What follows belongs to an exercise in optimizing a design on an open flow for small area, a short achievable clock period and few clock cycles per item; a production flow would make more cautious choices. In this exercise RTL edits were held to simulation tests only and were not proved equivalent to the original. Power is estimated from default activity; no workload was simulated.

[flow/config.mk]
export PLATFORM = sky130hd
export DESIGN_NAME = sha2_digest
export DESIGN_NICKNAME = sha2_digest
export VERILOG_FILES = /design/flow/design.v
export SDC_FILE = /design/flow/constraint.sdc
export NUM_CORES = 4
export LEC_CHECK = 0
export CAP_MARGIN = 30
export CORE_MARGIN = 2
export CORE_UTILIZATION = 48
export CTS_CLUSTER_DIAMETER = 100
export CTS_CLUSTER_SIZE = 25
export PLACE_DENSITY = 0.58
export SETUP_SLACK_MARGIN = 5
export SLEW_MARGIN = 30
export SYNTH_MEMORY_MAX_BITS = 8192
[flow/constraint.sdc]
create_clock -name core_clock -period 10.0 [get_ports {clk}]
set_input_delay 2.0000 -clock core_clock [delete_from_list [all_inputs] [get_ports {clk}]]
set_output_delay 2.0000 -clock core_clock [all_outputs]
set_load 0.01 [all_outputs]
[flow/design.v]
module sha2_digest (
  input  wire         clk,
  input  wire         rst,         
  input  wire         start,       
  input  wire [1:0]   alg,         
  input  wire [47:0]  msg_len,     
  input  wire         in_valid,
  input  wire [63:0]  in_data,     
  output wire         in_ready,
  output wire         done,
  output wire [511:0] digest       
);
  localparam [1:0] ALG_384 = 2'd0, ALG_256 = 2'd1, ALG_512 = 2'd2, ALG_512_256 = 2'd3;
  localparam [1:0] S_FILL = 2'd0, S_ROUND = 2'd2, S_UPDATE = 2'd3;
  function automatic [63:0] krom (input [6:0] j);
    reg [63:0] k;
    begin
      case (j)
      7'd1: k = 64'h428a2f98d728ae22;
      7'd2: k = 64'h7137449123ef65cd;
      7'd3: k = 64'hb5c0fbcfec4d3b2f;
      7'd4: k = 64'he9b5dba58189dbbc;
      7'd5: k = 64'h3956c25bf348b538;
      7'd6: k = 64'h59f111f1b605d019;
      7'd7: k = 64'h923f82a4af194f9b;
      7'd8: k = 64'hab1c5ed5da6d8118;
      7'd9: k = 64'hd807aa98a3030242;
      7'd10: k = 64'h12835b0145706fbe;
      7'd11: k = 64'h243185be4ee4b28c;
      7'd12: k = 64'h550c7dc3d5ffb4e2;
      7'd13: k = 64'h72be5d74f27b896f;
      7'd14: k = 64'h80deb1fe3b1696b1;
      7'd15: k = 64'h9bdc06a725c71235;
      7'd16: k = 64'hc19bf174cf692694;
      7'd17: k = 64'he49b69c19ef14ad2;
      7'd18: k = 64'hefbe4786384f25e3;
      7'd19: k = 64'h0fc19dc68b8cd5b5;
      7'd20: k = 64'h240ca1cc77ac9c65;
      7'd21: k = 64'h2de92c6f592b0275;
      7'd22: k = 64'h4a7484aa6ea6e483;
      7'd23: k = 64'h5cb0a9dcbd41fbd4;
      7'd24: k = 64'h76f988da831153b5;
      7'd25: k = 64'h983e5152ee66dfab;
      7'd26: k = 64'ha831c66d2db43210;
      7'd27: k = 64'hb00327c898fb213f;
      7'd28: k = 64'hbf597fc7beef0ee4;
      7'd29: k = 64'hc6e00bf33da88fc2;
      7'd30: k = 64'hd5a79147930aa725;
      7'd31: k = 64'h06ca6351e003826f;
      7'd32: k = 64'h142929670a0e6e70;
      7'd33: k = 64'h27b70a8546d22ffc;
      7'd34: k = 64'h2e1b21385c26c926;
      7'd35: k = 64'h4d2c6dfc5ac42aed;
      7'd36: k = 64'h53380d139d95b3df;
      7'd37: k = 64'h650a73548baf63de;
      7'd38: k = 64'h766a0abb3c77b2a8;
      7'd39: k = 64'h81c2c92e47edaee6;
      7'd40: k = 64'h92722c851482353b;
      7'd41: k = 64'ha2bfe8a14cf10364;
      7'd42: k = 64'ha81a664bbc423001;
      7'd43: k = 64'hc24b8b70d0f89791;
      7'd44: k = 64'hc76c51a30654be30;
      7'd45: k = 64'hd192e819d6ef5218;
      7'd46: k = 64'hd69906245565a910;
      7'd47: k = 64'hf40e35855771202a;
      7'd48: k = 64'h106aa07032bbd1b8;
      7'd49: k = 64'h19a4c116b8d2d0c8;
      7'd50: k = 64'h1e376c085141ab53;
      7'd51: k = 64'h2748774cdf8eeb99;
      7'd52: k = 64'h34b0bcb5e19b48a8;
      7'd53: k = 64'h391c0cb3c5c95a63;
      7'd54: k = 64'h4ed8aa4ae3418acb;
      7'd55: k = 64'h5b9cca4f7763e373;
      7'd56: k = 64'h682e6ff3d6b2b8a3;
      7'd57: k = 64'h748f82ee5defb2fc;
      7'd58: k = 64'h78a5636f43172f60;
      7'd59: k = 64'h84c87814a1f0ab72;
      7'd60: k = 64'h8cc702081a6439ec;
      7'd61: k = 64'h90befffa23631e28;
      7'd62: k = 64'ha4506cebde82bde9;
      7'd63: k = 64'hbef9a3f7b2c67915;
      7'd64: k = 64'hc67178f2e372532b;
      7'd65: k = 64'hca273eceea26619c;
      7'd66: k = 64'hd186b8c721c0c207;
      7'd67: k = 64'heada7dd6cde0eb1e;
      7'd68: k = 64'hf57d4f7fee6ed178;
      7'd69: k = 64'h06f067aa72176fba;
      7'd70: k = 64'h0a637dc5a2c898a6;
      7'd71: k = 64'h113f9804bef90dae;
      7'd72: k = 64'h1b710b35131c471b;
      7'd73: k = 64'h28db77f523047d84;
      7'd74: k = 64'h32caab7b40c72493;
      7'd75: k = 64'h3c9ebe0a15c9bebc;
      7'd76: k = 64'h431d67c49c100d4c;
      7'd77: k = 64'h4cc5d4becb3e42b6;
      7'd78: k = 64'h597f299cfc657e2a;
      7'd79: k = 64'h5fcb6fab3ad6faec;
      7'd80: k = 64'h6c44198c4a475817;
      default: k = 64'h0;
      endcase
      krom = k;
    end
  endfunction
  function automatic [63:0] rotr64 (input [63:0] x, input integer n);
    rotr64 = (x >> n) | (x << (64 - n));
  endfunction
  function automatic [31:0] rotr32 (input [31:0] x, input integer n);
    rotr32 = (x >> n) | (x << (32 - n));
  endfunction
  function automatic [63:0] ks_add (input [63:0] x, input [63:0] y);
    reg [63:0] gg, pp, p0;
    integer k, b;
    begin
      gg = x & y;
      pp = x ^ y;
      p0 = pp;
      for (k = 1; k < 64; k = k * 2)
        for (b = 63; b >= k; b = b - 1) begin
          gg[b] = gg[b] | (pp[b] & gg[b-k]);
          pp[b] = pp[b] & pp[b-k];
        end
      ks_add = p0 ^ {gg[62:0], 1'b0};
    end
  endfunction
  function automatic [127:0] csa (input [63:0] x, input [63:0] y, input [63:0] z);
    csa = {((x & y) | (x & z) | (y & z)) << 1, x ^ y ^ z};
  endfunction
  function automatic [63:0] bswap64 (input [63:0] x);
    integer i;
    begin
      for (i = 0; i < 8; i = i + 1)
        bswap64[8*i +: 8] = x[8*(7-i) +: 8];
    end
  endfunction
  function automatic [31:0] bswap32 (input [31:0] x);
    bswap32 = {x[7:0], x[15:8], x[23:16], x[31:24]};
  endfunction
  function automatic [63:0] iv (input [1:0] sel, input [2:0] i);
    begin
      case ({sel, i})
        {ALG_384, 3'd0}: iv = 64'hcbbb9d5dc1059ed8;
        {ALG_384, 3'd1}: iv = 64'h629a292a367cd507;
        {ALG_384, 3'd2}: iv = 64'h9159015a3070dd17;
        {ALG_384, 3'd3}: iv = 64'h152fecd8f70e5939;
        {ALG_384, 3'd4}: iv = 64'h67332667ffc00b31;
        {ALG_384, 3'd5}: iv = 64'h8eb44a8768581511;
        {ALG_384, 3'd6}: iv = 64'hdb0c2e0d64f98fa7;
        {ALG_384, 3'd7}: iv = 64'h47b5481dbefa4fa4;
        {ALG_256, 3'd0}: iv = 64'h6a09e667;
        {ALG_256, 3'd1}: iv = 64'hbb67ae85;
        {ALG_256, 3'd2}: iv = 64'h3c6ef372;
        {ALG_256, 3'd3}: iv = 64'ha54ff53a;
        {ALG_256, 3'd4}: iv = 64'h510e527f;
        {ALG_256, 3'd5}: iv = 64'h9b05688c;
        {ALG_256, 3'd6}: iv = 64'h1f83d9ab;
        {ALG_256, 3'd7}: iv = 64'h5be0cd19;
        {ALG_512, 3'd0}: iv = 64'h6a09e667f3bcc908;
        {ALG_512, 3'd1}: iv = 64'hbb67ae8584caa73b;
        {ALG_512, 3'd2}: iv = 64'h3c6ef372fe94f82b;
        {ALG_512, 3'd3}: iv = 64'ha54ff53a5f1d36f1;
        {ALG_512, 3'd4}: iv = 64'h510e527fade682d1;
        {ALG_512, 3'd5}: iv = 64'h9b05688c2b3e6c1f;
        {ALG_512, 3'd6}: iv = 64'h1f83d9abfb41bd6b;
        {ALG_512, 3'd7}: iv = 64'h5be0cd19137e2179;
        {ALG_512_256, 3'd0}: iv = 64'h22312194fc2bf72c;
        {ALG_512_256, 3'd1}: iv = 64'h9f555fa3c84c64c2;
        {ALG_512_256, 3'd2}: iv = 64'h2393b86b6f53b151;
        {ALG_512_256, 3'd3}: iv = 64'h963877195940eabd;
        {ALG_512_256, 3'd4}: iv = 64'h96283ee2a88effe3;
        {ALG_512_256, 3'd5}: iv = 64'hbe5e1e2553863992;
        {ALG_512_256, 3'd6}: iv = 64'h2b0199fc2c85b8aa;
        {ALG_512_256, 3'd7}: iv = 64'h0eb72ddc81c52ca2;
        default: iv = 64'h0;
      endcase
    end
  endfunction
  reg        act;           
  reg        done_q;
  reg        o_lo, o_256, o_45, o_67;    
  reg [1:0]  state;
  reg [1:0]  alg_q;
  reg        m256;          
  reg [47:0] len_q;
  reg [44:0] rem;           
  reg        full_word;     
  reg        padded;        
  reg        lenok;         
  reg        first;         
  reg        fin;           
  reg [3:0]  pos;           
  reg [6:0]  j;             
  reg [63:0] a, b, c, d, e, f, g, h;
  reg [63:0] hk;            
  reg [63:0] kv;            
  reg [63:0] wn;            
  reg [63:0] win [0:14];    
  reg [63:0] hs [0:7];      
  wire last_rnd  = m256 ? (j == 7'd65) : (j == 7'd81);
  wire loadw     = (state != S_ROUND) || !last_rnd;
  wire j_lo      = (j < 7'd16);
  wire from_strm = m256 ? (!j[0] && (j_lo || j == 7'd64)) : (j_lo || j == 7'd80);
  wire from_stsh = m256 && j[0] && j_lo;
  wire tail_pend = (len_q[2:0] != 3'd0) && !padded;
  wire need_data = full_word || tail_pend;
  wire pos_first = m256 ? (pos[2:0] == 3'd0) : (pos == 4'd0);
  wire pos_last  = m256 ? (pos[2:0] == 3'd7) : (pos == 4'd15);
  wire pos_room  = m256 ? (pos[2:0] <= 3'd6) : (pos <= 4'd13);
  wire put_80    = !full_word && !padded;       
  wire put_len   = !need_data && padded && lenok && pos_last;
  reg [63:0] msg_word;      
  integer q;
  always @(*) begin
    msg_word = 64'h0;
    if (full_word) begin
      msg_word = bswap64(in_data);
    end else if (tail_pend) begin
      for (q = 0; q < 8; q = q + 1) begin
        if (q < len_q[2:0])
          msg_word[8*(7-q) +: 8] = in_data[8*q +: 8];
        else if (q == len_q[2:0])
          msg_word[8*(7-q) +: 8] = 8'h80;
      end
    end else if (!padded) begin
      msg_word = 64'h8000_0000_0000_0000;
    end else if (put_len) begin
      msg_word = {13'b0, len_q, 3'b000};
    end
  end
  wire strm    = act && loadw && from_strm;
  assign in_ready = strm && need_data;
  wire adv     = act && (!(strm && need_data) || in_valid);
  wire [63:0] s0_512 = rotr64(win[13], 1) ^ rotr64(win[13], 8) ^ (win[13] >> 7);
  wire [63:0] s1_512 = rotr64(win[0], 19) ^ rotr64(win[0], 61) ^ (win[0] >> 6);
  wire [31:0] s0_256 = rotr32(win[13][31:0], 7) ^ rotr32(win[13][31:0], 18) ^ (win[13][31:0] >> 3);
  wire [31:0] s1_256 = rotr32(win[0][31:0], 17) ^ rotr32(win[0][31:0], 19) ^ (win[0][31:0] >> 10);
  wire [63:0] s0w = {s0_512[63:32], m256 ? s0_256 : s0_512[31:0]};
  wire [63:0] s1w = {s1_512[63:32], m256 ? s1_256 : s1_512[31:0]};
  wire [127:0] cw1 = csa(win[5], win[14], s0w);
  wire [127:0] cw2 = csa(cw1[63:0], cw1[127:64], s1w);
  wire [63:0] sched = ks_add(cw2[63:0], cw2[127:64]);
  wire [63:0] S0_512 = rotr64(a, 28) ^ rotr64(a, 34) ^ rotr64(a, 39);
  wire [63:0] S1_512 = rotr64(e, 14) ^ rotr64(e, 18) ^ rotr64(e, 41);
  wire [31:0] S0_256 = rotr32(a[31:0], 2) ^ rotr32(a[31:0], 13) ^ rotr32(a[31:0], 22);
  wire [31:0] S1_256 = rotr32(e[31:0], 6) ^ rotr32(e[31:0], 11) ^ rotr32(e[31:0], 25);
  wire [63:0] S0  = {S0_512[63:32], m256 ? S0_256 : S0_512[31:0]};
  wire [63:0] S1  = {S1_512[63:32], m256 ? S1_256 : S1_512[31:0]};
  wire [63:0] ch  = (e & f) ^ (~e & g);
  wire [63:0] maj = (a & b) ^ (a & c) ^ (b & c);
  wire [127:0] cs1 = csa(hk, ch, maj);
  wire [127:0] cs2 = csa(cs1[63:0], cs1[127:64], S0);
  wire [127:0] cs3 = csa(cs2[63:0], cs2[127:64], S1);
  wire [63:0] new_a = ks_add(cs3[63:0], cs3[127:64]);
  wire [127:0] cs4 = csa(d, hk, ch);
  wire [127:0] cs5 = csa(cs4[63:0], cs4[127:64], S1);
  wire [63:0] new_e = ks_add(cs5[63:0], cs5[127:64]);
  wire [6:0]  jn  = (state == S_ROUND && last_rnd) ? 7'd1 : j + 7'd1;
  wire [63:0] kr  = krom(jn);
  wire [63:0] hsrc = (state == S_ROUND) ? g : hs[6];
  wire [63:0] hk_next = hsrc + kv + wn;
  reg [63:0] wn_next;
  always @(*) begin
    if (from_strm)
      wn_next = m256 ? {msg_word[31:0], msg_word[63:32]} : msg_word;
    else if (from_stsh)
      wn_next = {wn[63:32], wn[63:32]};
    else
      wn_next = sched;
  end
  wire hupd = (state == S_UPDATE) ||
              ((state == S_ROUND) && (m256 ? (j >= 7'd63) : (j >= 7'd79)));
  wire [63:0] sum_a = hs[3] + (first ? 64'd0 : a);
  wire [63:0] sum_e = hs[7] + (first ? 64'd0 : e);
  integer i;
  always @(posedge clk) begin
    if (rst) begin
      act    <= 1'b0;
      done_q <= 1'b0;
      o_lo <= 1'b0; o_256 <= 1'b0; o_45 <= 1'b0; o_67 <= 1'b0;
    end else if (start) begin
      act    <= 1'b1;
      done_q <= 1'b0;
      o_lo <= 1'b0; o_256 <= 1'b0; o_45 <= 1'b0; o_67 <= 1'b0;
      state  <= S_FILL;
      first  <= 1'b1;
      alg_q  <= alg;
      m256   <= (alg == ALG_256);
      len_q  <= msg_len;
      rem    <= msg_len[47:3];
      full_word <= (msg_len[47:3] != 45'd0);
      padded <= 1'b0;
      lenok  <= 1'b0;
      fin    <= 1'b0;
      pos    <= 4'd0;
      j      <= 7'd0;
      hs[3] <= iv(alg, 3'd0); hs[0] <= iv(alg, 3'd1); hs[1] <= iv(alg, 3'd2); hs[2] <= iv(alg, 3'd3);
      hs[7] <= iv(alg, 3'd4); hs[4] <= iv(alg, 3'd5); hs[5] <= iv(alg, 3'd6); hs[6] <= iv(alg, 3'd7);
    end else if (adv) begin
      if (loadw && from_strm) begin
        pos <= pos + 4'd1;
        if (full_word) begin
          rem <= rem - 45'd1;
          full_word <= (rem != 45'd1);
        end
        if (put_80) begin
          padded <= 1'b1;
          if (pos_room)
            lenok <= 1'b1;
        end
        if (pos_first && padded)
          lenok <= 1'b1;
        if (put_len)
          fin <= 1'b1;
      end
      hk <= hk_next;
      if (loadw) begin
        wn     <= wn_next;
        win[0] <= wn;
        for (i = 1; i < 15; i = i + 1)
          win[i] <= win[i-1];
      end
      j  <= jn;
      kv <= {kr[63:32], m256 ? kr[63:32] : kr[31:0]};
      if (hupd) begin
        hs[0] <= sum_a; hs[1] <= hs[0]; hs[2] <= hs[1]; hs[3] <= hs[2];
        hs[4] <= sum_e; hs[5] <= hs[4]; hs[6] <= hs[5]; hs[7] <= hs[6];
      end
      case (state)
        S_FILL: state <= S_UPDATE;
        S_ROUND: begin
          a <= new_a; b <= a; c <= b; d <= c;
          e <= new_e; f <= e; g <= f; h <= g;
          if (last_rnd)
            state <= S_UPDATE;
        end
        default: begin  
          a <= sum_a; b <= hs[0]; c <= hs[1]; d <= hs[2];
          e <= sum_e; f <= hs[4]; g <= hs[5]; h <= hs[6];
          state <= S_ROUND;
          first <= 1'b0;
          if (fin) begin
            act    <= 1'b0;
            done_q <= 1'b1;
            o_lo   <= !m256;
            o_256  <= m256;
            o_45   <= (alg_q == ALG_384) || (alg_q == ALG_512);
            o_67   <= (alg_q == ALG_512);
          end
        end
      endcase
    end
  end
  reg [511:0] result;
  integer n;
  always @(*) begin
    for (n = 0; n < 4; n = n + 1)
      result[64*n +: 64] = ({64{o_lo}} & bswap64(hs[n]))
                         | ({64{o_256}} & {bswap32(hs[2*n+1][31:0]), bswap32(hs[2*n][31:0])});
    for (n = 4; n < 6; n = n + 1)
      result[64*n +: 64] = {64{o_45}} & bswap64(hs[n]);
    for (n = 6; n < 8; n = n + 1)
      result[64*n +: 64] = {64{o_67}} & bswap64(hs[n]);
  end
  assign done   = done_q;
  assign digest = result;
endmodule
[flow/flow/run.sh]
#!/bin/bash
set -euo pipefail
bash standard.sh "BUFFER_PORTS_ARGS=-buffer_cell sky130_fd_sc_hd__buf_1" finish > standard_flow.log 2>&1
[flow/standard.sh]
#!/bin/bash
# synth_recipe.tcl (not shown) runs the flow's synth.tcl, then flattens the netlist and writes it again
# the make line also repeats each setting of config.mk as NAME=value (left out here)
make -C /OpenROAD-flow-scripts/flow DESIGN_CONFIG=/design/flow/config.mk WORK_HOME=/design/flow/orfs CLKGATE_MAP_FILE= SYNTH_SCRIPT=/design/flow/synth_recipe.tcl "${@:-finish}"
==> results of run 1 <==
[cell usage in the layout (no fill, tap or decap), types with 36 or more instances in the layout]
cell and instances:
a211oi_1 49, a21o_1 235, a21oi_1 605, a21oi_2 59
a21oi_4 40, a22o_1 279, a31oi_1 75, and2_1 278
and3_1 50, buf_1 630, buf_12 84, buf_4 579
buf_6 94, clkbuf_16 130, diode_2 49, edfxtp_1 2226
fa_1 493, ha_1 308, ha_2 50, ha_4 59
inv_1 1153, mux2_2 50, nand2_1 1192, nand2b_1 62
nand3_1 128, nand4_1 82, nor2_1 473, nor2b_1 218
nor3_1 95, o211ai_1 57, o21a_1 101, o21ai_0 1081
o21ai_1 129, o21ai_2 57, o21bai_1 61, o22ai_1 45
or2_2 36, xnor2_1 562, xnor2_2 106, xor2_1 355
[critical path: stages, from the launching register on]
cell	delay (ps)
edfxtp_1	510
maj3_2	430
fa_1	510
fa_1	500
inv_1	50
fa_1	480
inv_1	40
ha_1	370
and2_4	230
nor2_4	140
o21a_1	150
o21ai_1	60
a21o_1	210
a311o_2	540
buf_6	170
buf_6	110
a21boi_4	200
buf_4	150
o31ai_2	60
xor2_1	170
nand2_1	150
o21ai_0	100
[per-stage QoR]
stage / cells / worst slack (ps) / area (µm²) / hold WS, ps / util, %
after global routing: 17100 / 4270 / 157000 / 352 / 56.1
after floorplan: 12600 / -16500 / 135000 / 400 / -
after global placement: 16300 / 2810 / 141000 / 400 / 50.4
after detailed placement: 16300 / 2820 / 141000 / 405 / 50.5
final: 17100 / 4330 / 157000 / 332 / 56.2
after CTS: 16900 / 4470 / 153000 / 335 / 54.7
[cell families after synthesis]
family | after synthesis | synth area share, %
compound gates | 3320 | 15.3
xor+xnor | 1089 | 7.08
fa+ha+maj | 985 | 11.8
buf+inv | 2018 | 5.64
flops | 2232 | 49.7
mux | 83 | 0.674
simple gates | 2843 | 9.80
[what timing repair did]
| action | in CTS | in global routing |
|---|---|---|
| setup buffers | 410 | 148 |
| setup endpoints to repair | 1798 | 213 |
| gates cloned | 21 | 7 |
| pin swaps | 175 | 253 |
| resized for setup | 746 | 512 |
| hold endpoints to repair | 0 | 0 |
[worst paths after layout]
path,start,end,slack [ps],cells after the start
setup / recovery,a[12]$_DFFE_PP_,a[35]$_DFFE_PP_,4330,21
hold / removal,win[3][54]$_DFFE_PP_,win[4][54]$_DFFE_PP_,330,0
setup reg to reg,a[12]$_DFFE_PP_,a[35]$_DFFE_PP_,4330,21
hold reg to reg,win[3][54]$_DFFE_PP_,win[4][54]$_DFFE_PP_,330,0
[synth_stat cells, drive strengths merged (57+ instances only)]
library cell	count
nand3	132
xor2	400
o211ai	57
mux2	62
inv	1184
a22o	279
o21a	108
a31oi	95
nand4	82
o21bai	70
nor2b	223
nand2b	68
clkbuf	740
xnor2	689
nor2	506
o21ai	1290
and2	285
nand2	1241
fa	506
buf	94
edfxtp	2226
a21o	237
nor3	104
and3	57
a21oi	704
maj3	62
ha	417
a211oi	60
[final cells by class]
cell class	count	area [µm²]
antenna	49	123
clock buffer	128	3100
clock inverter	49	777
fill	24100	122000
inverter	1184	4470
multi-input combinational	8323	66000
sequential	2232	67000
tap	3724	4660
timing repair buffer	1443	10900
[power by group]
part	internal, mW	switching (mW)
logic	5.58	9.25
clock network	2.42	3.48
registers	11.0	0.700
total	18.9	13.4
[layer usage]
layer / up-vias / part of all wire (%) / GRT usage [%]
met5: - / 0.040 / 0
met4: 44 / 8.9 / 32.3
met3: 2091 / 16 / 20.8
met2: 10200 / 39 / 62.5
met1: 57400 / 36 / 61.7
li1: 45400 / - / -
==> flow_summary.ini, run 1 <==
[layout]
syn2layout_area_growth_pct = 16.5
top_register = win
top_regs = win x960, hs x512
largest_reg_flops = 960
nets = 14300
layout-drive-gt1-share_pct = 14.3

[outcome]
outcome = complete, no violations

[die]
start_util_pct = 48.2
fp.dieW_um = 534
dieArea_mm2 = 0.285
rows = 194
io_pins = 632
die_h_um = 534
core_mm2 = 0.279

[routing]
vias_per_cell = 6.72
dr.first_iter.drc_count = 21200
postRouteAntennaNets = 0
wl_per_cell_um = 40.8
routed_wirelength_mm = 699
vias = 115000
drtPass1Iterations = 13
drc_errors = 0

[placed_design]
gp_congestion = 1.17
port-buffer-count = 631
place_hpwl_mm = 523

[sta]
finalMaxSlewViolations = 0
period_minus_slack_ps = 5670
fin_skew_ps = 135
rsz0062_at_grt = yes
max_slew_margin_pct = 17.3
setup_viol = 0
period_share_pct = 56.7
max_freq_mhz = 176
worst_slew_pin_slew_ps = 1230
finalHoldViolCount = 0
finalSetupTns_ps = 0

[clocking]
clk_pin_slew_ps = 100
cts_tree = built
holdBufCountCts = 0
cts_buffers = 123
clock_latency_ps = 1000
clockBufferDepth = 4
root_buffer = clkbuf_16
clock-sinks = 2232
cts_htree_levels = 3

[synth]
synth.yosys.seq_area_share_pct = 49.7
synthArstFlopShare_pct = 0
synthCells = 12600
syn_nets = 13600
synth_ff_type = edfxtp_1
yosysTopAreaCell = edfxtp_1
synth.top_cell.area_share_pct = 49.6
ys_ff_latch = 2232
syn_area_mm2 = 0.135
avgSynthCellArea_um2 = 10.7
yosysWarnings = 3
ys_types = 94
synth_edf_count = 2226
synth_area_leaders = edfxtp_1, fa_1, o21ai_0, xnor2_1, ha_1

[critical_path]
endpoint_kind = register
worstPathMaxFanout = 5
required_ps = 10620
worstPathArrival_ps = 6290
cp-start-kind = register
setup.worst_path.class = reg2reg

[grt]
antenna_found_initial = 96
grt_pass1_wl_mm = 912
grt_overflow = 0
grt_pass1_vias = 104000
grt_usage_pct = 47.2
grt_max_degree = 197

[pwr]
pwr_density_cell_mw_per_mm2 = 206
p_total_mw = 32.4
leakagePower_nw = 59.5
vdd_drop_max_uv = 173

[hold_path]
hold_class = reg2reg

[job]
maxCapViolations = 0
Testbench counts, summed over its fixed seeds: cycles 89,946, bytes 107,673.
==> run 2, diff against run 1 <==
--- a/flow/config.mk
+++ b/flow/config.mk
@@ -10,4 +10,2 @@
 export CORE_UTILIZATION = 48
-export CTS_CLUSTER_DIAMETER = 100
-export CTS_CLUSTER_SIZE = 25
 export PLACE_DENSITY = 0.58
==> run 2 against run 1 <==
  * First-iteration DRC count is 2.1% higher
  * Maximum frequency shrank 0.12%
  * Clock skew grew 15 ps
  * Critical path depth shrank 3
  * Power is 8.6% higher
  * Critical path type unchanged
==> flow_summary.ini, run 2 <==
[die]
dieArea_mm2 = 0.285
io_pins = 632
fp.dieW_um = 534
die_h_um = 534
rows = 194
core_mm2 = 0.279
start_util_pct = 48.2

[synth]
synth_edf_count = 2226
yosysMostFrequentCell = edfxtp_1
yosysWarnings = 3
ys_types = 94
synth_common_cells = edfxtp_1, nand2_1, o21ai_0, inv_1, clkbuf_1
ys_ff_latch = 2232
avgSynthCellArea_um2 = 10.7
synthArstFlopShare_pct = 0
synth.top_cell.area_share_pct = 49.6
yosysTopAreaCell = edfxtp_1
synthCells = 12600
synth_ff_type = edfxtp_1
synth.yosys.seq_area_share_pct = 49.7
syn_area_mm2 = 0.135
synth_area_leaders = edfxtp_1, fa_1, o21ai_0, xnor2_1, ha_1
syn_nets = 13600

[critical_path]
worstReg2RegEnd = a[62]$_DFFE_PP_
setup.worst_path.class = reg2reg
cp-start-kind = register
cp-startpoint = a[9]$_DFFE_PP_
worstPathMaxFanout = 8
worstPathArrival_ps = 6470
endpoint_kind = register
reg2reg_from = a[9]$_DFFE_PP_
regToRegSetupSlack_ps = 4320
required_ps = 10800
reg2regPathDepth = 18

[placed_design]
place_hpwl_mm = 523
gp_congestion = 1.17
port-buffer-count = 631

[hold_path]
min-delay-start = win[9][45]$_DFFE_PP_
holdPathStages = 0
hold_class = reg2reg
min_to = win[10][45]$_DFFE_PP_

[sta]
finalSetupTns_ps = 0
max_freq_mhz = 176
finalMaxSlewViolations = 0
period_share_pct = 56.8
worst_slew_pin_slew_ps = 1380
setup_viol = 0
period_minus_slack_ps = 5680
fin_skew_ps = 150
max_slew_margin_pct = 7.58
finalHoldViolCount = 0
rsz0062_at_grt = yes

[layout]
top_regs = win x960, hs x512
top_register = win
fill_cells = 23600
final_util_pct = 57.4
mostFrequentLayoutCells = edfxtp_1, nand2_1, inv_1, o21ai_0, buf_1
nets = 14400
largest_reg_flops = 960
layout-drive-gt1-share_pct = 15.3
syn2layout_area_growth_pct = 18.9
final_common_cell = edfxtp_1

[clocking]
cts_tree = built
cts_buffers = 236
holdBufCountCts = 0
clock-sinks = 2232
cts_htree_levels = 4
root_buffer = clkbuf_16
clk_pin_slew_ps = 60
clock_latency_ps = 990
clockBufferDepth = 4

[grt]
antenna_found_initial = 91
grt_max_degree = 197
grt_overflow = 0
grt_pass1_vias = 106000
grt_pass1_wl_mm = 918
grt_usage_pct = 47.5

[job]
maxCapViolations = 0

[pwr]
vdd_drop_max_uv = 186
leakagePower_nw = 61.2
pwr_density_cell_mw_per_mm2 = 219
p_total_mw = 35.2

[routing]
vias = 116000
dr.first_iter.drc_count = 21600
postRouteAntennaNets = 0
drc_errors = 0
wl_per_cell_um = 40.4
vias_per_cell = 6.68
drtPass1Iterations = 9
routed_wirelength_mm = 703

[outcome]
outcome = complete, no violations
## run 2: cell counts after synthesis
Identical to the previous run, type by type.
## run 2: metal layers
metal	GRT usage, %	wire (µm)	vias up
met4	33.6	64400	44
met1	61.5	253000	57800
met5	0.633	327	-
met2	62.5	270000	10300
met3	21.4	115000	2256
li1	-	-	45800
## run 2: logic make-up (layout without fill, tap and decap cells)
family / Yosys count / count (layout) / synth area share, %
compound gates: 3320 / 3321 / 15.3
xor+xnor: 1089 / 1089 / 7.08
fa+ha+maj: 985 / 985 / 11.8
buf+inv: 2018 / 3038 / 5.64
flops: 2232 / 2232 / 49.7
mux: 83 / 83 / 0.674
other cells: 0 / 66 / 0
simple gates: 2843 / 2845 / 9.80
## run 2: what timing repair did
item / in CTS / in global routing
pin swaps: 207 / 255
buffers inserted: 373 / 163
gates resized for setup: 755 / 488
cloned: 20 / 11
setup endpoints to repair: 1978 / 218
## run 2: report_power, final
part	leakage (nW)	internal, mW	switching (mW)
registers	20.5	11.0	0.708
clock network	3.63	4.77	4.02
logic	37.0	5.49	9.20
total	61.2	21.2	13.9
## run 2: critical path, stage by stage, from the launching register on
cell       delay (ps)
edfxtp_1          540
buf_4             270
xnor2_1           960
fa_1              580
inv_1              80
fa_1              410
inv_1             120
ha_2              360
a21o_1            220
a21o_1            170
a21o_1            220
a2111oi_4         350
o31a_1            270
o31ai_4           110
buf_4             150
a211oi_4          200
o21bai_1          110
o41a_1            310
o211ai_1           90
## run 2: layout make-up
type,count,area (µm²),share of cell area [%]
Inverter,1184,4470,2.79
Clock inverter,149,1410,0.879
Sequential cell,2232,67000,41.8
Timing Repair Buffer,1423,10700,6.65
Antenna cell,66,165,0.103
Clock buffer,282,6080,3.79
Multi-Input combinational cell,8323,65800,41.1
Tap cell,3724,4660,2.91
## run 2: worst max path at each step
stage / slack (ps) / end / cells after the start
detailed placement: 2820 / a[62]$_DFFE_PP_ / 19
finish: 4320 / a[62]$_DFFE_PP_ / 18
global route: 4280 / wn[61]$_DFFE_PP_ / 22
CTS: 4480 / a[58]$_DFFE_PP_ / 20
global placement: 2810 / a[62]$_DFFE_PP_ / 19
floorplan: -16500 / win[0][0]$_DFFE_PP_ / 5
## run 2: metrics by stage
step	setup WS (ps)	hold WS [ps]	cells	instance area, µm²
6_report	4320	324	17400	160000
5_1_grt	4280	335	17300	160000
4_1_cts	4480	331	17100	156000
3_5_place_dp	2820	405	16300	141000
3_3_place_gp	2810	400	16300	141000
2_1_floorplan	-16500	400	12600	135000

[afterwards: timing with drivers on the ports]
The results above use ideal ports. As a check the final layouts listed here were re-extracted and re-timed, cells and wires unchanged.
Step 1, drivers: a clkbuf_16 drives clk and a buf_2 each remaining input, both assumed.
Step 2 times the ports against the registers' clock, not the clock port: input delays grow and output delays shrink by t, the midpoint of the rising clock arrivals with the driver on.
Three values: no drivers, after step 1, after step 2; two values: the first two.
run | t, ns | setup WS [ns] | slew at the worst register clock pin (ns) | worst data-port slew with drivers (ns)
run 1 | 1.039 | 4.331 / 4.331 / 4.010 | 0.12 / 0.12 | 0.05
run 2 | 1.022 | 4.324 / 4.324 / 3.946 | 0.08 / 0.08 | 0.05
After both steps every run listed still meets setup and hold. For run 2, which loses most, drivers alone change the setup slack by 0.000 ns; drivers and shift together by -0.378 ns.
